Background: an optimization exercise with open tools, aiming at small area and a short achievable clock period. Do not read the settings as production practice.
The RTL was checked by simulation tests, not by an equivalence proof against the original design.
Power figures rest on the tool's default switching activity, not on a simulated workload.

==> flow/design.v (outline; a module is shown in full before it is edited, if it fits) <==
// module psimir_vmac_lane: 5204 lines
module psimir_vmac_lane (
    input  wire        clk,
    input  wire        rst,
    input  wire        in_valid,
    input  wire [2:0]  in_fn,
    input  wire [2:0]  in_t,
    input  wire        in_s,
    input  wire [31:0] in_a,
    input  wire [31:0] in_b,
    input  wire [63:0] in_acc,
    output reg         out_valid,
    output reg  [63:0] out_res,
    output reg         out_sat
);
  // ...
==> flow/flow/run.sh <==
#!/bin/bash
set -euo pipefail
MARGIN=$(cat flow/margin.txt)
R=orfs/results/sky130hd/psimir_vmac_lane/base
bash standard.sh SETUP_SLACK_MARGIN=$MARGIN synth > make_synth.log 2>&1
cp $R/1_2_yosys.v $R/1_2_yosys_std.v
python3 flow/polarity.py $R/1_2_yosys_std.v $R/1_2_yosys.v > polarity.log 2>&1
rm -f $R/1_synth.odb $R/1_synth.sdc
bash standard.sh SETUP_SLACK_MARGIN=$MARGIN finish > make_flow.log 2>&1
==> flow/flow/margin.txt <==
6
==> flow/flow/polarity.py <==
#!/usr/bin/env python3
"""Inverter clean-up for a flat gate-level netlist (Yosys write_verilog output).

A full adder is self-dual: FA(~a, ~b, ~c) = ~FA(a, b, c) for both outputs. The
synthesized trees often wrap adders in inverters. This pass removes the inverters
between cells, chooses for each full adder whether to implement it flipped
(inputs and outputs complemented) so that as few signals as possible are needed in
both polarities, and re-inserts one inverter per signal that still needs its
complement. Registers, ports and every other cell are left as they are.

usage: polarity.py in.v out.v
"""
import re
import sys
from collections import defaultdict

INV = re.compile(r'sky130_fd_sc_hd__(inv|clkinv)_\d+$')
FA = re.compile(r'sky130_fd_sc_hd__fa_\d+$')
OUTPINS = {'X', 'Y', 'Q', 'Q_N', 'SUM', 'COUT', 'HI', 'LO'}


def main():
    src, dst = sys.argv[1], sys.argv[2]
    text = open(src).read()
    cell_re = re.compile(r'^(\s*)(sky130_fd_sc_hd__\w+)\s+(\S+)\s*\((.*?)\);\n', re.S | re.M)
    pin_re = re.compile(r'\.(\w+)\(([^()]*)\)')
    cells = []
    for m in cell_re.finditer(text):
        pins = [(p, n.strip()) for p, n in pin_re.findall(m.group(4))]
        cells.append(dict(span=m.span(), typ=m.group(2), name=m.group(3), pins=pins))
    ports = set()
    for m in re.finditer(r'^\s*(input|output|inout)\s+(\[[^\]]*\]\s*)?([^;]+);', text, re.M):
        for nm in m.group(3).split(','):
            ports.add(nm.strip())

    def isport(net):
        base = net.split('[')[0].strip()
        return base in ports or net in ports

    drv = {}
    loads = defaultdict(list)
    for i, c in enumerate(cells):
        for p, n in c['pins']:
            if p in OUTPINS:
                drv[n] = (i, p)
            else:
                loads[n].append((i, p))
    # assigns reference nets too: treat their right-hand sides as fixed loads
    fixed_nets = set()
    for m in re.finditer(r'^\s*assign\s+(.*?)\s*=\s*(.*?);', text, re.M):
        for side in (m.group(1), m.group(2)):
            for tok in re.findall(r'\\\S+\s|[A-Za-z_][\w$]*(?:\[\d+\])?', side + ' '):
                fixed_nets.add(tok.strip())

    # removable inverters: input driven by a cell, output not a port / assign net
    inv = {}
    for i, c in enumerate(cells):
        if INV.match(c['typ']):
            d = dict(c['pins'])
            a, y = d.get('A'), d.get('Y')
            if a is None or y is None:
                continue
            if isport(y) or isport(a) or y in fixed_nets or a in fixed_nets:
                continue
            if a not in drv:
                continue
            inv[i] = (a, y)

    # root of a net through removable inverters, with parity
    inv_by_out = {y: (i, a) for i, (a, y) in inv.items()}

    def root(net):
        par = 0
        seen = 0
        while net in inv_by_out and seen < 50:
            i, a = inv_by_out[net]
            net = a
            par ^= 1
            seen += 1
        return net, par

    fas = [i for i, c in enumerate(cells) if FA.match(c['typ'])]
    faset = set(fas)
    # requirements: for each root, list of (load cell, pin, parity needed relative to root)
    req = defaultdict(list)
    for i, c in enumerate(cells):
        if i in inv:
            continue
        for p, n in c['pins']:
            if p in OUTPINS:
                continue
            r, par = root(n)
            req[r].append((i, p, par))
    # nets read by ports / assigns: need their own value
    for n in list(fixed_nets) + [n for n in drv if isport(n)]:
        if n in drv or n in inv_by_out:
            r, par = root(n)
            req[r].append((-1, n, par))

    flip = {i: 0 for i in fas}
    out_of = {}
    for i in fas:
        for p, n in cells[i]['pins']:
            if p in ('SUM', 'COUT'):
                out_of[n] = i

    def avail(r):
        d = out_of.get(r)
        return flip[d] if d is not None else 0

    def need_inv(r):
        a = avail(r)
        for (i, p, par) in req[r]:
            q = par ^ (flip[i] if i in faset else 0)
            if q != a:
                return 1
        return 0

    # roots touched by flipping an adder
    touch = defaultdict(set)
    for i in fas:
        for p, n in cells[i]['pins']:
            if p in ('SUM', 'COUT'):
                touch[i].add(n)
            else:
                touch[i].add(root(n)[0])
    cost = {r: need_inv(r) for r in req}
    total0 = sum(cost.values())
    pinned = set()
    for n, i in out_of.items():
        if isport(n) or n in fixed_nets:
            pinned.add(i)
    improved = True
    it = 0
    while improved and it < 50:
        improved = False
        it += 1
        for i in fas:
            if i in pinned:
                continue
            rs = touch[i]
            before = sum(cost.get(r, 0) for r in rs)
            flip[i] ^= 1
            after = {r: need_inv(r) for r in rs if r in req}
            if sum(after.values()) < before:
                cost.update(after)
                improved = True
            else:
                flip[i] ^= 1
    total1 = sum(cost.values())
    sys.stderr.write('polarity: %d inverters removable, %d signals needed both polarities before, %d after, %d adders flipped\n'
                     % (len(inv), total0, total1, sum(flip.values())))

    # rebuild: new connections per (cell, pin)
    newpin = {}
    new_insts = []
    new_wires = []
    ninv = [0]
    invnet = {}

    def inverted(r):
        if r not in invnet:
            ninv[0] += 1
            nm = 'polinv_%d' % ninv[0]
            new_wires.append(nm + '_y')
            new_insts.append('  sky130_fd_sc_hd__inv_2 %s (\n    .A(%s),\n    .Y(%s_y)\n  );\n'
                             % (nm, r if not r.startswith('\\') else r + ' ', nm))
            invnet[r] = nm + '_y'
        return invnet[r]

    for r, lst in req.items():
        a = avail(r)
        for (i, p, par) in lst:
            if i == -1:
                # a port or assign reads net p: it must carry its original value
                continue
            q = par ^ (flip[i] if i in faset else 0)
            newpin[(i, p)] = r if q == a else inverted(r)
    # nets read by ports/assigns whose driver was an inverter we remove, or a flipped adder
    keep_inv = set()
    for n in list(fixed_nets) + [n for n in drv if isport(n)]:
        if n in inv_by_out:
            keep_inv.add(inv_by_out[n][0])
        if n in out_of and flip[out_of[n]]:
            raise SystemExit('flipped adder drives a port; not supported')

    def fmt(net):
        return net + ' ' if net.startswith('\\') else net

    out = []
    pos = 0
    for i, c in enumerate(cells):
        s, e = c['span']
        out.append(text[pos:s])
        pos = e
        if i in inv and i not in keep_inv:
            continue
        lines = []
        for p, n in c['pins']:
            if p in OUTPINS or (i, p) not in newpin:
                lines.append('    .%s(%s)' % (p, fmt(n)))
            else:
                lines.append('    .%s(%s)' % (p, fmt(newpin[(i, p)])))
        out.append('  %s %s (\n%s\n  );\n' % (c['typ'], c['name'], ',\n'.join(lines)))
    rest = text[pos:]
    k = rest.rfind('endmodule')
    out.append(rest[:k])
    out.append(''.join(new_insts))
    out.append(rest[k:])
    res = ''.join(out)
    # wire declarations after the module header
    decl = ''.join('  wire %s;\n' % w for w in new_wires)
    m = re.search(r'\);\n', res)
    res = res[:m.end()] + decl + res[m.end():]
    open(dst, 'w').write(res)
    sys.stderr.write('polarity: %d inverters removed, %d inserted\n'
                     % (len(inv) - len(keep_inv), ninv[0]))


if __name__ == '__main__':
    main()
==> flow/standard.sh <==
#!/bin/bash
# synth_recipe.tcl (not shown) runs the flow's synth.tcl, then flattens the netlist and writes it again
# the make line also repeats each setting of config.mk as NAME=value (left out here)
make -C /OpenROAD-flow-scripts/flow DESIGN_CONFIG=/design/flow/config.mk WORK_HOME=/design/flow/orfs CLKGATE_MAP_FILE= SYNTH_SCRIPT=/design/flow/synth_recipe.tcl "${@:-finish}"
==> flow/config.mk <==
export PLATFORM = sky130hd
export DESIGN_NAME = psimir_vmac_lane
export DESIGN_NICKNAME = psimir_vmac_lane
export VERILOG_FILES = /design/flow/design.v
export SDC_FILE = /design/flow/constraint.sdc
export NUM_CORES = 4
export LEC_CHECK = 0
export ABC_AREA = 1
export CAP_MARGIN = 20
export CORE_MARGIN = 5
export CORE_UTILIZATION = 45
export SLEW_MARGIN = 20
==> flow/constraint.sdc <==
create_clock -name core_clock -period 9.5 [get_ports {clk}]
set_input_delay 1.9000 -clock core_clock [delete_from_list [all_inputs] [get_ports {clk}]]
set_output_delay 1.9000 -clock core_clock [all_outputs]
set_load 0.01 [all_outputs]
==> summary.txt, run 1 <==
- Status: no timing/DRC/antenna violations
- Met1 Use GR: 0.4537
- Hold wc startpoint: sm2[1]$_DFF_P_
- CTS Sinks: 738
- Crit path DAT: approximately 4200 ps
- CLK BUF: ~110
- Root buffer cell: clkbuf_16
- Tmin final: between 3000 and 4000 ps
- H-tree levels: 3
- Min Hold Slack: 318.7 ps
- Mapped Avg Cell Area: 8.024 um2
- Worst R2R Setup Slack: 5970 ps
- Multi-input combinational area share: 0.5973
- IO Port Bufs: approximately 200
- Layout Skew: 93.19 ps
- Via count: between 50,000 and 60,000
- Final WL: 296,500 um
- Final core occ: 0.5319
- Sequential cell area: 14,930 um2
- Pre-antenna DRT Iters: 7
- Mapped cell area: 63,160 um2
- WHS Path Cells: 0
- Die W: just under 400 um
- Critical Path End Type: flop
- Clock Latency Late Sink: roughly 750 ps
- Max-cap viol count: 0
- Max-area cell class: multi-input gates
- Seq Cell Count: about 740
- Total grt overflow: 0
- Seq pwr share: 0.174
- Setup bufs post-CTS: 47
- Post-Route M1 WL: 104,100 um
- Met2 Use GR: 0.5935
- Power Internal: between 10 and 15 mW
- Layout fillers: ~13,000
- RSZ-0062 raised after global routing: yes
- Vias in the first global route: roughly 57,000
- Die span in y: about 380 um
- Final Instance Area: around 74,000 um2
- Global-route wire length before repair: slightly above 400,000 um
- Nonclk inv count: 1,172
- Top Family by Delay on Critical Path: adder cells
- Post-synthesis cell count: 7,872
==> run 2: changes to the inputs <==
--- a/flow/config.mk
+++ b/flow/config.mk
@@ -11,2 +11,4 @@
 export CORE_UTILIZATION = 45
+export CTS_CLUSTER_DIAMETER = 100
+export CTS_CLUSTER_SIZE = 20
 export SLEW_MARGIN = 20
==> run 2 against run 1 <==
Clock skew fell by 27 ps. Global-route usage fell by 0.32 points. Critical path depth rose by 7. Final area fell by 2.5%. Critical path type unchanged. Critical endpoint is now out_res[25]$_DFF_P_. Largest power group unchanged. Highest routed layer unchanged.
==> summary.txt, run 2 <==
- Pre-antenna DRT Iters: 8 (was 7)
- Layout Skew: 65.84 ps (was 93.19 ps)
- Hold Fails Final Rpt: 0 (unchanged)
- Area grow syn2layout: 14.57% (was 17.51%)
- Worst R2R Setup Slack: 5950 ps (was 5970 ps)
- CORE AREA: 139,500 um2 (unchanged)
- Gpl congestion: 1.028 (unchanged)
- Static Leak: 33.32 nW (was 34.21 nW)
- Maximum vdd drop: 0.2433 mV (was 0.2358 mV)
- TritonCTS buffer count: 50 (was 89)
- Tmin final: 3546 ps (was 3535 ps)
- Vias in the first global route: 55,950 (was 56,530)
- Setup-failing EPs final: 0 (unchanged)
- Detail Route Antenna Nets: 0 (unchanged)
- Tcrit/Tclk final: 0.3733 (was 0.3721)
- Max-cap viol count: 0 (unchanged)
- Layout cell share with drive strength beyond 1: 0.2324 (was 0.2437)
- IO Pins: 204 (unchanged)
- Mapped Avg Cell Area: 8.024 um2 (unchanged)
- CP max FO: 6 (was 17)
- Die area: 148,000 um2 (unchanged)
- Final core occ: 0.5187 (was 0.5319)
- Final WL: 294,700 um (was 296,500 um)
- Max_slew headroom: 0.2202 (was 0.2163)
- Final Total Pwr: 30.61 mW (was 32.00 mW)
- Setup TNS: 0 ps (unchanged)
- Max-slew violations: 0 (unchanged)
- CTS max path bufs: 3 (unchanged)
- CTS tree: built (unchanged)
- RSZ-0062 raised after global routing: yes (unchanged)
- Layout Cells excl Fill: 9,780 (was 9,868)
- Yosys warns: 1 (unchanged)
- Hold crit path type: reg2reg (unchanged)
- Most common cell after layout, fill and taps aside: nand2_1 (unchanged)
- Die W: 384.7 um (unchanged)
- Worst r2r path cells: 16 (was 9)
- CP Class: reg2reg (unchanged)
- H-tree levels: 2 (was 3)
- Total grt overflow: 0 (unchanged)
- Clock Pin Slew Worst Setup and Hold Paths: 80 ps (was 60 ps)
- Clock Latency Late Sink: 720 ps (was 750 ps)
- Root buffer cell: clkbuf_16 (unchanged)
- Critical Path End Type: flop (unchanged)
- IO Port Bufs: 202 (unchanged)
- Commonest non-fill, non-tap cells in the layout: nand2_1 (1,486), inv_2 (1,047), fa_1 (708) (was nand2_1 (1,483), inv_2 (1,042), fa_1 (705))
- Initial DRC count: 6,972 (was 6,475)
- Hold wc startpoint: s2$_DFF_P_ (was sm2[1]$_DFF_P_)
- Least-Margin Pin Slew: 1166 ps (was 1174 ps)
- Largest net degree at the start of global routing: 92 (unchanged)
- Place WS: 3566 ps (unchanged)
- Via count: 57,470 (was 58,140)
- # DRC: 0 (unchanged)
- Reg-to-reg endpoint: out_res[25]$_DFF_P_ (was gHH_19_1$_DFF_P_)
- Hold Path End: s3$_DFF_P_ (was sm3[1]$_DFF_P_)
- CTS Sinks: 738 (unchanged)
- Final Instance Area: 72,370 um2 (was 74,220 um2)
- Post-synthesis cell count: 7,872 (unchanged)
- Global-route wire length before repair: 406,200 um (was 408,900 um)
- Mapped cell area: 63,160 um2 (unchanged)
- Fin worst setup slack: 5954 ps (was 5965 ps)
- Min Hold Slack: 327.8 ps (was 318.7 ps)
- Status: no timing/DRC/antenna violations (unchanged)
- CP required: 10,130 ps (about the same)
- Drt wl/cell: 30.13 um (was 30.04 um)
- Power Dens Cells: 423.0 nW/um2 (was 431.2 nW/um2)
- Hpwl dp: 216,400 um (unchanged)
- WHS Path Cells: 0 (unchanged)
- Total track usage: 0.3838 (was 0.3871)
- Max Clock Freq: 282.0 MHz (was 282.9 MHz)
- Drt via density: 5.876 (was 5.892)
- Fin nets: 9,058 (was 9,095)
- Initial Util: 0.4527 (unchanged)
- Cell Rows: 137 (unchanged)
- Reg2Reg Launch Point: mbv[44]$_DFF_P_ (was x[31]$_DFF_P_)
- Die span in y: 384.7 um (unchanged)
- Syn nets: 9,061 (unchanged)
- CTS hold repair buffers: 0 (unchanged)
- Biggest regs: er: 68 flops, ma: 68 flops, mbv: 68 flops (unchanged)
- Initial antenna violation count: 19 (was 23)
- # placed instances: 9,556 (unchanged)
- Cell Area, Placed: 66,350 um2 (unchanged)
- Startpoint types: flop (unchanged)
- Crit path DAT: 4170 ps (was 4160 ps)
run 2: how the worst max path moves through the flow:
stage | from | to | slack [ps] | cells past startpoint
floorplan | in_fn[1] | accr0$_DFF_P_ | 6000 | 9
global placement | in_fn[1] | accr1$_DFF_P_ | 3640 | 6
detailed placement | in_fn[1] | accr0$_DFF_P_ | 3570 | 6
CTS | mbv[23]$_DFF_P_ | out_res[33]$_DFF_P_ | 5940 | 23
global route | mbv[44]$_DFF_P_ | out_res[31]$_DFF_P_ | 5920 | 20
finish | mbv[44]$_DFF_P_ | out_res[25]$_DFF_P_ | 5950 | 16
run 2: report_power, final:
part,total (mW),internal (mW),switching (mW)
clock network,2.29,1.01,1.28
registers,5.56,4.40,1.15
logic,22.8,8.13,14.6
total,30.6,13.5,17.1
run 2: layout make-up:
cell class                 instances  area [um2]
tap                             1876        2347
clock buffer                      54        1276
multi-input combinational       5500       44150
inverter                        1165        4781
antenna                           14       35.03
sequential                       738       14920
fill                           13510       67160
clock inverter                    19       274.0
timing repair inverter             1       8.758
timing repair buffer             413        4576
run 2: metal layers:
| layer | global-route usage | routed length [um] | up-vias |
|---|---|---|---|
| met2 | 0.5925 | 126100 | 3692 |
| met5 | 0 | 67 | - |
| met1 | 0.4533 | 104100 | 27550 |
| li1 | - | - | 25160 |
| met4 | 0.3135 | 34130 | 10 |
| met3 | 0.09520 | 30280 | 1055 |
run 2: what timing repair did:
item,CTS,global route
pin swaps,25,42
hold endpoints to repair,0,0
resized for setup,454,370
setup buffers,47,67
setup endpoints to repair,335,164
gates cloned,7,16
run 2: worst max-delay path, stage by stage, from the launching register on:
cell	delay [ps]
dfxtp_1	410
inv_2	50
ha_2	460
nand2_1	180
nor2_2	180
inv_2	70
nor3_4	210
nand2_4	150
nor2_1	110
o21ai_0	220
nand2_1	140
nand2_1	50
nand2_1	430
inv_2	140
o21ai_2	400
nand3_1	120
nand2_1	130
==> run 3: changes to the inputs <==
--- a/flow/config.mk
+++ b/flow/config.mk
@@ -10,3 +10,3 @@
 export CORE_MARGIN = 5
-export CORE_UTILIZATION = 45
+export CORE_UTILIZATION = 50
 export CTS_CLUSTER_DIAMETER = 100
==> run 3 against run 2 <==
Register-to-register slack got worse by 20 ps. Synthesized area unchanged. Global-route usage increased by 4.0 points. Non-clock buffer count increased by 13. Fmax decreased by 0.51%. Die area decreased by 9.7%. Count of clock-buffer cells in the layout unchanged. Final area increased by 0.32%. Largest cell class unchanged.
==> summary.txt, run 3 <==
- Area grow syn2layout: 14.94% (was 14.57%)
- Status: no timing/DRC/antenna violations (unchanged)
- Tcrit/Tclk final: 0.3752 (was 0.3733)
- Hold Fails Final Rpt: 0 (unchanged)
- Most common cell after layout, fill and taps aside: nand2_1 (unchanged)
- Global-route wire length before repair: 403,700 um (was 406,200 um)
- Clock Pin Slew Worst Setup and Hold Paths: 90 ps (was 80 ps)
- Max incr delay on CP: 420 ps (was 460 ps)
- Mapped Avg Cell Area: 8.024 um2 (unchanged)
- Syn nets: 9,061 (unchanged)
- Power Internal: 13.83 mW (was 13.54 mW)
- Least-Margin Pin Slew: 1091 ps (was 1166 ps)
- Fin nets: 9,074 (was 9,058)
- Max_slew headroom: 0.2702 (was 0.2202)
- Logic pwr share: 0.752 (was 0.744)
- Drt via density: 6.072 (was 5.876)
- Cell Rows: 130 (was 137)
- Root buffer cell: clkbuf_16 (unchanged)
- Yosys warns: 1 (unchanged)
- Tmin final: 3564 ps (was 3546 ps)
- Seq pwr share: 0.178 (was 0.181)
- CP Class: reg2reg (unchanged)
- CORE AREA: 125,600 um2 (was 139,500 um2)
- Crit path max-delay cell type: a21oi_1 (was ha_2)
- Layout Skew: 41.64 ps (was 65.84 ps)
- Gpl congestion: 1.063 (was 1.028)
- Pre-antenna DRT Iters: 8 (unchanged)
- Largest net degree at the start of global routing: 92 (unchanged)
- Initial Util: 0.5030 (was 0.4527)
- CP required: 10,080 ps (was 10,130 ps)
- Startpoint types: flop (unchanged)
- Final core occ: 0.5781 (was 0.5187)
- Detail Route Antenna Nets: 0 (unchanged)
- RSZ-0062 raised after global routing: yes (unchanged)
- Max-slew violations: 0 (unchanged)
- Power Dens Cells: 433.0 nW/um2 (was 423.0 nW/um2)
- Die W: 365.4 um (was 384.7 um)
- CTS tree: built (unchanged)
- Max Clock Freq: 280.6 MHz (was 282.0 MHz)
- Via count: 58,130 (was 57,470)
- Max-cap viol count: 0 (unchanged)
- Critical Path End Type: flop (unchanged)
- Die span in y: 365.4 um (was 384.7 um)
- Mapped cell area: 63,160 um2 (unchanged)
- Crit path DAT: 4140 ps (was 4170 ps)
- CP max FO: 16 (was 6)
- Initial DRC count: 7,450 (was 6,972)
- Worst r2r path cells: 17 (was 16)
- Clk network pwr share: 0.070 (was 0.075)
- Vias in the first global route: 56,100 (was 55,950)
- CTS Sinks: 738 (unchanged)
- Sw Pwr: 17.60 mW (was 17.07 mW)
- CTS hold repair buffers: 0 (unchanged)
- Biggest regs: er: 68 flops, ma: 68 flops, mbv: 68 flops (unchanged)
- Commonest non-fill, non-tap cells in the layout: nand2_1 (1,468), inv_2 (1,042), fa_1 (704) (was nand2_1 (1,486), inv_2 (1,047), fa_1 (708))
- Multi-input logic area: 44,470 um2 (was 44,150 um2)
- Layout cell share with drive strength beyond 1: 0.2424 (was 0.2324)
- Maximum vdd drop: 0.2002 mV (was 0.2433 mV)
- CTS max path bufs: 3 (unchanged)
- Static Leak: 33.43 nW (was 33.32 nW)
- Total grt overflow: 0 (unchanged)
- Total track usage: 0.4239 (was 0.3838)
- Initial antenna violation count: 23 (was 19)
- TritonCTS buffer count: 47 (was 50)
- Post-synthesis cell count: 7,872 (unchanged)
- Net Sw Frac: 0.5599 (was 0.5576)
- Hpwl dp: 213,500 um (was 216,400 um)
- H-tree levels: 2 (unchanged)
- Setup-failing EPs final: 0 (unchanged)
- Layout fillers: 11,590 (was 13,510)
- Hold crit path type: reg2reg (unchanged)
- Final WL: 294,000 um (was 294,700 um)
- Sequential cell area: 15,010 um2 (was 14,920 um2)
- Die area: 133,500 um2 (was 148,000 um2)
- Clock Latency Late Sink: 690 ps (was 720 ps)
- IO Pins: 204 (unchanged)
- Setup TNS: 0 ps (unchanged)
- Drt wl/cell: 30.71 um (was 30.13 um)
- IO Port Bufs: 202 (unchanged)
- # DRC: 0 (unchanged)
- CP Cell Sequence: ha_1, fa_2, inv_2, o21ai_1, nand3_1, nand2_4, a21oi_4, nand3_4, buf_4, buf_4, xnor2_4, nand3_4, nand2_1, a21oi_1, nand4_1, nand3_1, nand2_1 (was inv_2, ha_2, nand2_1, nor2_2, inv_2, nor3_4, nand2_4, nor2_1, o21ai_0, nand2_1, nand2_1, nand2_1, inv_2, o21ai_2, nand3_1, nand2_1)
- WHS Path Cells: 0 (unchanged)
[run 3: metrics by stage]
step	power [mW]	worst slack [ps]	hold WS, ps	cell area [um2]	cells
finish	31.43	5936	330.5	72600	9573
global placement	25.85	3709	310.6	66050	9329
detailed placement	26.07	3626	312.1	66060	9329
global route	33.11	5888	343.8	72570	9560
floorplan	17.01	6002	309.6	63200	7872
CTS	29.30	5990	329.5	69960	9468
[run 3: path summary, 6_finish.rpt]
kind | startpoint | end | slack [ps]
setup / recovery | ma[27]$_DFF_P_ | out_res[29]$_DFF_P_ | 5940
hold / removal | dr1[3]$_DFF_P_ | dr2[3]$_DFF_P_ | 330
setup reg to reg | ma[27]$_DFF_P_ | out_res[29]$_DFF_P_ | 5940
hold reg to reg | dr1[3]$_DFF_P_ | dr2[3]$_DFF_P_ | 330
[run 3: layout make-up]
class / instances / area share
well taps: 1650 / 0.02844
repair buffers: 426 / 0.06546
flip-flops and latches: 738 / 0.2067
repair inverters: 6 / 0.0006894
inverters: 1165 / 0.06575
multi-input cells: 5501 / 0.6126
diodes: 19 / 0.0006549
clock inverters: 14 / 0.002740
clock buffers: 54 / 0.01699
[run 3: layer usage]
metal / vias to the layer above / GRT usage / wire length, um
li1: 25170 / - / -
met1: 27710 / 0.4854 / 99620
met2: 4066 / 0.6462 / 125500
met3: 1163 / 0.1323 / 33780
met4: 16 / 0.3612 / 34950
met5: - / 0 / 104
[run 3: critical path, delay by kind of cell, from the launching register on]
kind	cells	cell delay, ps
AOI/OAI and AO/OA	3	730
xor gates and xnor gates	1	180
adders and majority gates	2	570
buffers and inverters	3	450
DFF	1	350
and+or+nand+nor	8	1170
[run 3: what timing repair did]
item / CTS / global route
setup endpoints to repair: 318 / 163
cloned: 12 / 18
buffers inserted: 59 / 67
resized for setup: 451 / 471
pin swaps: 41 / 66
[run 3: power by group through the flow]
stage | logic, mW | registers (mW) | clock network [mW]
final | 23.6 | 5.60 | 2.20
after global routing | 25.1 | 5.65 | 2.34
after CTS | 21.6 | 5.51 | 2.23
after global placement | 20.3 | 5.55 | 0
after detailed placement | 20.5 | 5.57 | 0
after floorplan | 12.0 | 5.04 | 0
==> run 4: changes to the inputs <==
--- a/flow/config.mk
+++ b/flow/config.mk
@@ -10,5 +10,5 @@
 export CORE_MARGIN = 5
-export CORE_UTILIZATION = 50
-export CTS_CLUSTER_DIAMETER = 100
-export CTS_CLUSTER_SIZE = 20
+export CORE_UTILIZATION = 45
+export CTS_CLUSTER_DIAMETER = 120
+export CTS_CLUSTER_SIZE = 24
 export SLEW_MARGIN = 20
==> run 4 against run 3 <==
Still clean on timing, DRC and antenna. Clock power fell by 4%. Global-route usage down 3.9 points. First-iteration DRC count fell by 9.6%. Core utilization decreased by 6.3 points. Count of clock-buffer cells in the layout fell by 7. Combinational power shrank 4%. Final cell count grew 1.9%. Critical path depth fell by 6. Synthesized area is the same.
==> summary.txt, run 4 <==
- Status: no timing/DRC/antenna violations (unchanged)
- Initial Util: 0.4527 (was 0.5030)
- Reg2Reg Launch Point: fn3[0]$_DFF_P_ (was ma[27]$_DFF_P_)
- Root buffer cell: clkbuf_16 (unchanged)
- Critical Path End Type: flop (unchanged)
- Max-slew violations: 0 (unchanged)
- Area grow syn2layout: 13.88% (was 14.94%)
- Most frequent CP cell: nand2_1
- CTS max path bufs: 3 (unchanged)
- Tmin final: 3534 ps (was 3564 ps)
- Via count: 57,530 (was 58,130)
- IO Port Bufs: 202 (unchanged)
- Clk network pwr share: 0.070 (about the same)
- Most common cell after layout, fill and taps aside: nand2_1 (unchanged)
- Drt via density: 5.897 (was 6.072)
- Cell Area, Placed: 66,350 um2 (was 66,060 um2)
- Max incr delay on CP: 500 ps (was 420 ps)
- Startpoint types: flop (unchanged)
- Die span in y: 384.7 um (was 365.4 um)
- Met3 routed WL: 30,000 um (was 33,780 um)
- Static Leak: 33.12 nW (was 33.43 nW)
- Die W: 384.7 um (was 365.4 um)
- Post-synthesis cell count: 7,872 (unchanged)
- IO Pins: 204 (unchanged)
- WHS Path Cells: 0 (unchanged)
- Reg-to-reg endpoint: out_res[5]$_DFF_P_ (was out_res[29]$_DFF_P_)
- Max-cap viol count: 0 (unchanged)
- Yosys warns: 1 (unchanged)
- Drt wl/cell: 30.10 um (was 30.71 um)
- Vias in the first global route: 55,870 (was 56,100)
- # DRC: 0 (unchanged)
- Cell Rows: 137 (was 130)
- Worst r2r path cells: 11 (was 17)
- CTS tree: built (unchanged)
- Maximum vdd drop: 0.2344 mV (was 0.2002 mV)
- Power Dens Cells: 420.1 nW/um2 (was 433.0 nW/um2)
- Commonest non-fill, non-tap cells in the layout: nand2_1 (1,492), inv_2 (1,046), fa_1 (707) (was nand2_1 (1,468), inv_2 (1,042), fa_1 (704))
- Hold Path End: s3$_DFF_P_ (was dr2[3]$_DFF_P_)
- Die area: 148,000 um2 (was 133,500 um2)
- Clock Latency Late Sink: 720 ps (was 690 ps)
- Initial antenna violation count: 20 (was 23)
- Sw Pwr: 16.89 mW (was 17.60 mW)
- CTS Sinks: 738 (unchanged)
- CP required: 10,100 ps (was 10,080 ps)
- Gpl congestion: 1.028 (was 1.063)
- Fin nets: 9,038 (was 9,074)
- Clock Pin Slew Worst Setup and Hold Paths: 90 ps (about the same)
- Layout Skew: 65.48 ps (was 41.64 ps)
- Hpwl dp: 216,400 um (was 213,500 um)
- Hold crit path type: reg2reg (unchanged)
- Largest net degree at the start of global routing: 92 (unchanged)
- Tcrit/Tclk final: 0.3720 (was 0.3752)
- CP Class: reg2reg (unchanged)
- H-tree levels: 2 (unchanged)
- Top Family by Delay on Critical Path: buffers and inverters (was simple AND/OR/NAND/NOR gates)
- Worst path bufs/invs: 4 (was 3)
- Final Total Pwr: 30.22 mW (was 31.43 mW)
- RSZ-0062 raised after global routing: yes (unchanged)
- Final WL: 293,600 um (was 294,000 um)
- Least-Margin Pin Slew: 1261 ps (was 1091 ps)
- Initial DRC count: 6,736 (was 7,450)
- CP max FO: 35 (was 16)
- Total grt overflow: 0 (unchanged)
- TritonCTS buffer count: 42 (was 47)
- Max Clock Freq: 282.9 MHz (was 280.6 MHz)
- Detail Route Antenna Nets: 0 (unchanged)
- Met2 wire length: 126,800 um (was 125,500 um)
- Hold Fails Final Rpt: 0 (unchanged)
- Net Sw Frac: 0.5588 (was 0.5599)
- Setup TNS: 0 ps (unchanged)
- Highest Signal Layer: met5 (unchanged)
- Mapped Avg Cell Area: 8.024 um2 (unchanged)
- Layout cell share with drive strength beyond 1: 0.2272 (was 0.2424)
- Crit path DAT: 4130 ps (was 4140 ps)
- Mapped cell area: 63,160 um2 (unchanged)
- Pre-antenna DRT Iters: 7 (was 8)
- Seq pwr share: 0.184 (was 0.178)
- Final Instance Area: 71,930 um2 (was 72,600 um2)
- Setup-failing EPs final: 0 (unchanged)
- Biggest regs: er: 68 flops, ma: 68 flops, mbv: 68 flops (unchanged)
- Post-Route M1 WL: 103,800 um (was 99,620 um)
- Power Internal: 13.33 mW (was 13.83 mW)
- Worst R2R Setup Slack: 5970 ps (was 5940 ps)
- Global-route wire length before repair: 406,600 um (was 403,700 um)
- Max_slew headroom: 0.1567 (was 0.2702)
- CP Cell Sequence: nand2_1, nor2_2, buf_4, inv_2, nor2_4, buf_4, inv_4, or2_2, nand3_1, nand2_1, nand2_1 (was ha_1, fa_2, inv_2, o21ai_1, nand3_1, nand2_4, a21oi_4, nand3_4, buf_4, buf_4, xnor2_4, nand3_4, nand2_1, a21oi_1, nand4_1, nand3_1, nand2_1)
- Hold wc startpoint: s2$_DFF_P_ (was dr1[3]$_DFF_P_)
- Total track usage: 0.3846 (was 0.4239)
- Logic pwr share: 0.746 (was 0.752)
- CORE AREA: 139,500 um2 (was 125,600 um2)
- Syn nets: 9,061 (unchanged)
- Crit path max-delay cell type: dfxtp_1 (was a21oi_1)
- WP depth: 11 (was 17)
run 4: final cells by class:
| class | count | area (um2) |
|---|---|---|
| fill | 13550 | 67600 |
| multi-input combinational | 5500 | 43970 |
| sequential | 738 | 14920 |
| inverter | 1165 | 4836 |
| timing repair buffer | 399 | 4482 |
| tap | 1876 | 2347 |
| clock buffer | 47 | 1111 |
| clock inverter | 15 | 206.4 |
| antenna | 12 | 30.03 |
| timing repair inverter | 3 | 26.28 |
run 4: worst max path at each step:
stage | endpoint | start
floorplan | accr0$_DFF_P_ | in_fn[1]
global placement | accr1$_DFF_P_ | in_fn[1]
detailed placement | accr0$_DFF_P_ | in_fn[1]
CTS | out_res[33]$_DFF_P_ | mbv[36]$_DFF_P_
global route | er[23]$_DFF_P_ | q1_34$_DFF_P_
finish | out_res[5]$_DFF_P_ | fn3[0]$_DFF_P_
run 4: per-layer routing:
layer	global-route usage	vias up
li1	-	25100
met1	0.4565	27650
met2	0.5932	3708
met3	0.09050	1060
met4	0.3171	8
met5	0	-
run 4: metrics by stage:
stage                 util  worst slack [ps]  cells  hold slack, ps
detailed placement  0.4755              3566   9556           312.1
CTS                 0.5015              5973   9669           334.3
global placement    0.4754              3645   9556           313.3
finish              0.5155              5966   9755           332.3
floorplan                -              6002   7872           309.6
global route        0.5153              5902   9746           340.4
run 4: timing repair:
item                       4_1_cts  5_1_grt
resized for setup              463      332
setup buffers                   43       59
hold buffers                     0        0
setup endpoints to repair      330      158
cloned                           8       15
pin swaps                       25       32
run 4: power by group through the flow:
stage | Clock [mW] | Combinational (mW) | Sequential (mW)
after floorplan | 0 | 12.0 | 5.04
after global placement | 0 | 20.0 | 5.56
after detailed placement | 0 | 20.2 | 5.57
after CTS | 2.16 | 21.1 | 5.50
after global routing | 2.27 | 24.1 | 5.61
final | 2.12 | 22.6 | 5.55
==> run 5: changes to the inputs <==
==> flow/run.sh (new file) <==
#!/bin/bash
# synth_recipe.tcl (not shown) runs the flow's synth.tcl, then flattens the netlist and writes it again
# the make line also repeats each setting of config.mk as NAME=value (left out here)
make -C /OpenROAD-flow-scripts/flow DESIGN_CONFIG=/design/flow/config.mk WORK_HOME=/design/flow/orfs CLKGATE_MAP_FILE= SYNTH_SCRIPT=/design/flow/synth_recipe.tcl finish
--- a/flow/config.mk
+++ b/flow/config.mk
@@ -11,4 +11,3 @@
 export CORE_UTILIZATION = 45
-export CTS_CLUSTER_DIAMETER = 120
-export CTS_CLUSTER_SIZE = 24
+export SETUP_SLACK_MARGIN = 5
 export SLEW_MARGIN = 20
removed: flow/flow/run.sh
removed: flow/flow/margin.txt
removed: flow/flow/polarity.py
removed: flow/standard.sh
==> run 5 against run 4 <==
Still clean. Wire length down 3.1%. Synthesized cell count up 6.0%. Combinational power down 9%. Final area up 0.23%.
==> summary.txt, run 5 <==
- Via count: 58,300 (was 57,530)
- Fin nets: 9,508 (was 9,038)
- Post-synth EDFFs: 0
- Power Internal: 13.36 mW (was 13.33 mW)
- Syn nets: 9,537 (was 9,061)
- CP required: 10,080 ps (was 10,100 ps)
- Max-cap viol count: 0 (unchanged)
- Area grow syn2layout: 11.00% (was 13.88%)
- Reg-to-reg endpoint: gX2_17_1$_DFF_P_ (was out_res[5]$_DFF_P_)
- CORE AREA: 143,500 um2 (was 139,500 um2)
- Top Family by Delay on Critical Path: adder cells (was buffers and inverters)
- Yosys cell types: 65
- CTS tree: built (unchanged)
- Most common cell after layout, fill and taps aside: inv_1 (was nand2_1)
- Top-count cell post-synth: inv_1
- Hold Fails Final Rpt: 0 (unchanged)
- Commonest non-fill, non-tap cells in the layout: inv_1 (1,590), nand2_1 (1,543), dfxtp_1 (725) (was nand2_1 (1,492), inv_2 (1,046), fa_1 (707))
- Layout cell share with drive strength beyond 1: 0.05148 (was 0.2272)
- Tmin final: 4490 ps (was 3534 ps)
- CP Cell Sequence: inv_1, buf_4, nor3_1, o32a_1, fa_1, fa_1, fa_1, inv_1, fa_1 (was nand2_1, nor2_2, buf_4, inv_2, nor2_4, buf_4, inv_4, or2_2, nand3_1, nand2_1, nand2_1)
- # DRC: 0 (unchanged)
- Hold crit path type: reg2reg (unchanged)
- Yosys warns: 1 (unchanged)
- Die W: 389.9 um (was 384.7 um)
- Die span in y: 389.9 um (was 384.7 um)
- H-tree levels: 3 (was 2)
- Seq pwr share: 0.182 (was 0.184)
- Clk network pwr share: 0.125 (was 0.070)
- Detail Route Antenna Nets: 0 (unchanged)
- Root buffer cell: clkbuf_16 (unchanged)
- Max Clock Freq: 222.7 MHz (was 282.9 MHz)
- Max-slew violations: 0 (unchanged)
- Min Hold Slack: 325.1 ps (was 332.3 ps)
- Vias in the first global route: 57,580 (was 55,870)
- IO Port Bufs: 202 (unchanged)
- CTS max path bufs: 3 (unchanged)
- Crit path max-delay cell type: inv_1 (was dfxtp_1)
- Cell Rows: 139 (was 137)
- Mapped cell area: 64,950 um2 (was 63,160 um2)
- Dominant synthesized flop cell: dfxtp_1
- Net Sw Frac: 0.5504 (was 0.5588)
- RSZ-0062 raised after global routing: yes (unchanged)
- Biggest regs: er: 68 flops, ma: 68 flops, mbv: 68 flops (unchanged)
- Setup-failing EPs final: 0 (unchanged)
- Reg2Reg Launch Point: one8$_DFF_P_ (was fn3[0]$_DFF_P_)
- Logic pwr share: 0.693 (was 0.746)
- TritonCTS buffer count: 88 (was 42)
- Drt wl/cell: 27.57 um (was 30.10 um)
- Critical Path End Type: flop (unchanged)
- Drt via density: 5.651 (was 5.897)
- Post-synthesis cell count: 8,348 (was 7,872)
- Hold wc startpoint: sm2[0]$_DFF_P_ (was s2$_DFF_P_)
- Static Leak: 36.38 nW (was 33.12 nW)
- Final core occ: 0.5025 (was 0.5155)
- IO Pins: 204 (unchanged)
- Worst r2r path cells: 9 (was 11)
- Global-route wire length before repair: 404,000 um (was 406,600 um)
- Synth top area cells: dfxtp_1 (23%), fa_1 (22%), inv_1 (9.3%)
- Synth top area share: 0.2275
- Mapped Avg Cell Area: 7.780 um2 (was 8.024 um2)
- Dominant cell type by area after synthesis: dfxtp_1
- Clock Latency Late Sink: 730 ps (was 720 ps)
- Final WL: 284,400 um (was 293,600 um)
- Sequential share of the synthesized area: 0.2275
- Least-Margin Pin Slew: 1251 ps (was 1261 ps)
- CTS Sinks: 738 (unchanged)
- CP max FO: 20 (was 35)
- Total grt overflow: 0 (unchanged)
- Commonest cells post-synth: inv_1 (1,606), nand2_1 (1,545), dfxtp_1 (738)
- Status: no timing/DRC/antenna violations (unchanged)
- Largest net degree at the start of global routing: 96 (was 92)
- Max incr delay on CP: 760 ps (was 500 ps)
- Initial DRC count: 6,589 (was 6,736)
- Maximum vdd drop: 0.2312 mV (was 0.2344 mV)
- Initial Util: 0.4527 (about the same)
- Worst R2R Setup Slack: 5010 ps (was 5970 ps)
- Setup TNS: 0 ps (unchanged)
- Gpl congestion: 1.038 (was 1.028)
- Hold Path End: sm3[0]$_DFF_P_ (was s3$_DFF_P_)
- Power Dens Cells: 412.0 nW/um2 (was 420.1 nW/um2)
- Hpwl dp: 219,600 um (was 216,400 um)
- WHS Path Cells: 0 (unchanged)
- Tcrit/Tclk final: 0.4726 (was 0.3720)
- Initial antenna violation count: 29 (was 20)
- Max_slew headroom: 0.1602 (was 0.1567)
- Die area: 152,000 um2 (was 148,000 um2)
- Layout Skew: 57.62 ps (was 65.48 ps)
- Crit path DAT: 5070 ps (was 4130 ps)
- Yosys reg bits: 738
- Total track usage: 0.3662 (was 0.3846)
- CP Class: reg2reg (unchanged)
- Clock Pin Slew Worst Setup and Hold Paths: 60 ps (was 90 ps)
- Most frequent CP cell: fa_1 (was nand2_1)
- Worst path bufs/invs: 3 (was 4)
- CTS hold repair buffers: 0 (unchanged)
- Sw Pwr: 16.35 mW (was 16.89 mW)
- Startpoint types: flop (unchanged)
- Async set or reset register ratio after synthesis: 0
- Pre-antenna DRT Iters: 9 (was 7)
-- run 5: layer usage --
metal / global-route usage / vias up / share of wire
met5: 0 / - / 0.00038
met4: 0.2969 / 18 / 0.11
met3: 0.09480 / 988 / 0.10
met2: 0.5653 / 3514 / 0.43
met1: 0.4309 / 27720 / 0.36
li1: - / 26060 / -
-- run 5: through the flow --
| step | std cells | area, um2 | setup WS (ps) | power [mW] |
|---|---|---|---|---|
| floorplan | 8348 | 64950 | 5703 | 16.51 |
| detailed placement | 10120 | 68560 | 3335 | 25.39 |
| global placement | 10120 | 68560 | 3434 | 25.15 |
| CTS | 10290 | 71880 | 4986 | 29.16 |
| finish | 10320 | 72100 | 5010 | 29.71 |
| global route | 10310 | 72080 | 4977 | 31.70 |
-- run 5: cells by family (layout without fill, tap and decap cells) --
| kind of cell | after synthesis | in the layout | share of synthesized area |
|---|---|---|---|
| other | 0 | 22 | 0 |
| XOR/XNOR | 608 | 608 | 0.08210 |
| AO/OA/AOI/OAI | 1443 | 1444 | 0.1288 |
| AND/OR/NAND/NOR | 2388 | 2389 | 0.1516 |
| multiplexers | 5 | 5 | 0.0008476 |
| flip-flops | 738 | 738 | 0.2275 |
| adder cells (fa/ha/maj) | 1051 | 1051 | 0.2853 |
| buffers and inverters | 2115 | 2156 | 0.1239 |
-- run 5: cell type report --
cell class,instances,area [um2]
sequential,738,14800
inverter,1641,6180
clock buffer,112,2374
clock inverter,50,769.5
multi-input combinational,5497,42350
tap,1903,2381
antenna,22,55.05
timing repair buffer,353,3197
fill,14110,71380
-- run 5: how the worst max path moves through the flow --
stage,from,cells after the start,slack [ps],end
6_report,one8$_DFF_P_,9,5010,gX2_17_1$_DFF_P_
5_1_grt,in_fn[1],9,4980,accr14$_DFF_P_
4_1_cts,in_fn[1],9,4990,accr17$_DFF_P_
3_5_place_dp,in_fn[1],6,3340,accr17$_DFF_P_
3_3_place_gp,in_fn[1],6,3430,accr16$_DFF_P_
2_1_floorplan,in_fn[2],9,5700,accr16$_DFF_P_
-- run 5: what timing repair did --
action / CTS / global route
pin swaps: 2 / 4
resized for setup: 18 / 17
endpoints found under the hold margin: 0 / 0
setup buffers: 9 / 6
endpoints found under the setup margin: 97 / 93
cloned: 1 / 1
-- run 5: worst register-to-register path: stages (launching register included) --
cell     delay [ps]
dfxtp_1         470
inv_1           760
buf_4           380
nor3_1           80
o32a_1          390
fa_1            430
fa_1            530
fa_1            570
inv_1            60
fa_1            670
-- run 5: power groups by stage --
stage	Combinational [mW]	Clock, mW	Sequential, mW
2_1_floorplan	11.5	0	4.97
3_3_place_gp	19.7	0	5.44
3_5_place_dp	19.9	0	5.46
4_1_cts	20.0	3.75	5.40
5_1_grt	22.3	3.86	5.49
6_report	20.6	3.70	5.42

## what the ideal ports hide
The results above use ideal ports. As a check the final layouts listed here were re-extracted and re-timed, cells and wires unchanged. Step 1 assumes that a clkbuf_16 drives the clock port and a buf_2 every other input. Step 2 moves the port delays by t, midway between the first and last clock arrival at a register: inputs arrive t later, outputs are due t later. That takes back most of the time a late clock gives input paths. Three values: ideal, step 1, step 2; two values: the first two.
| run | t, ns | setup slack, ns | latest minus earliest clock arrival (ns) |
|---|---|---|---|
| run 1 | 0.791 | 5.965 / 5.961 / 5.334 | 0.093 / 0.093 |
| run 2 | 0.772 | 5.954 / 5.954 / 5.355 | 0.070 / 0.069 |
| run 3 | 0.754 | 5.936 / 5.936 / 5.388 | 0.042 / 0.042 |
| run 4 | 0.762 | 5.966 / 5.966 / 5.346 | 0.066 / 0.066 |
| run 5 | 0.782 | 5.010 / 5.010 / 4.380 | 0.060 / 0.061 |
After both steps every run listed still meets setup and hold. For run 1, which loses most, drivers alone change the setup slack by -0.004 ns; drivers and shift together by -0.631 ns.
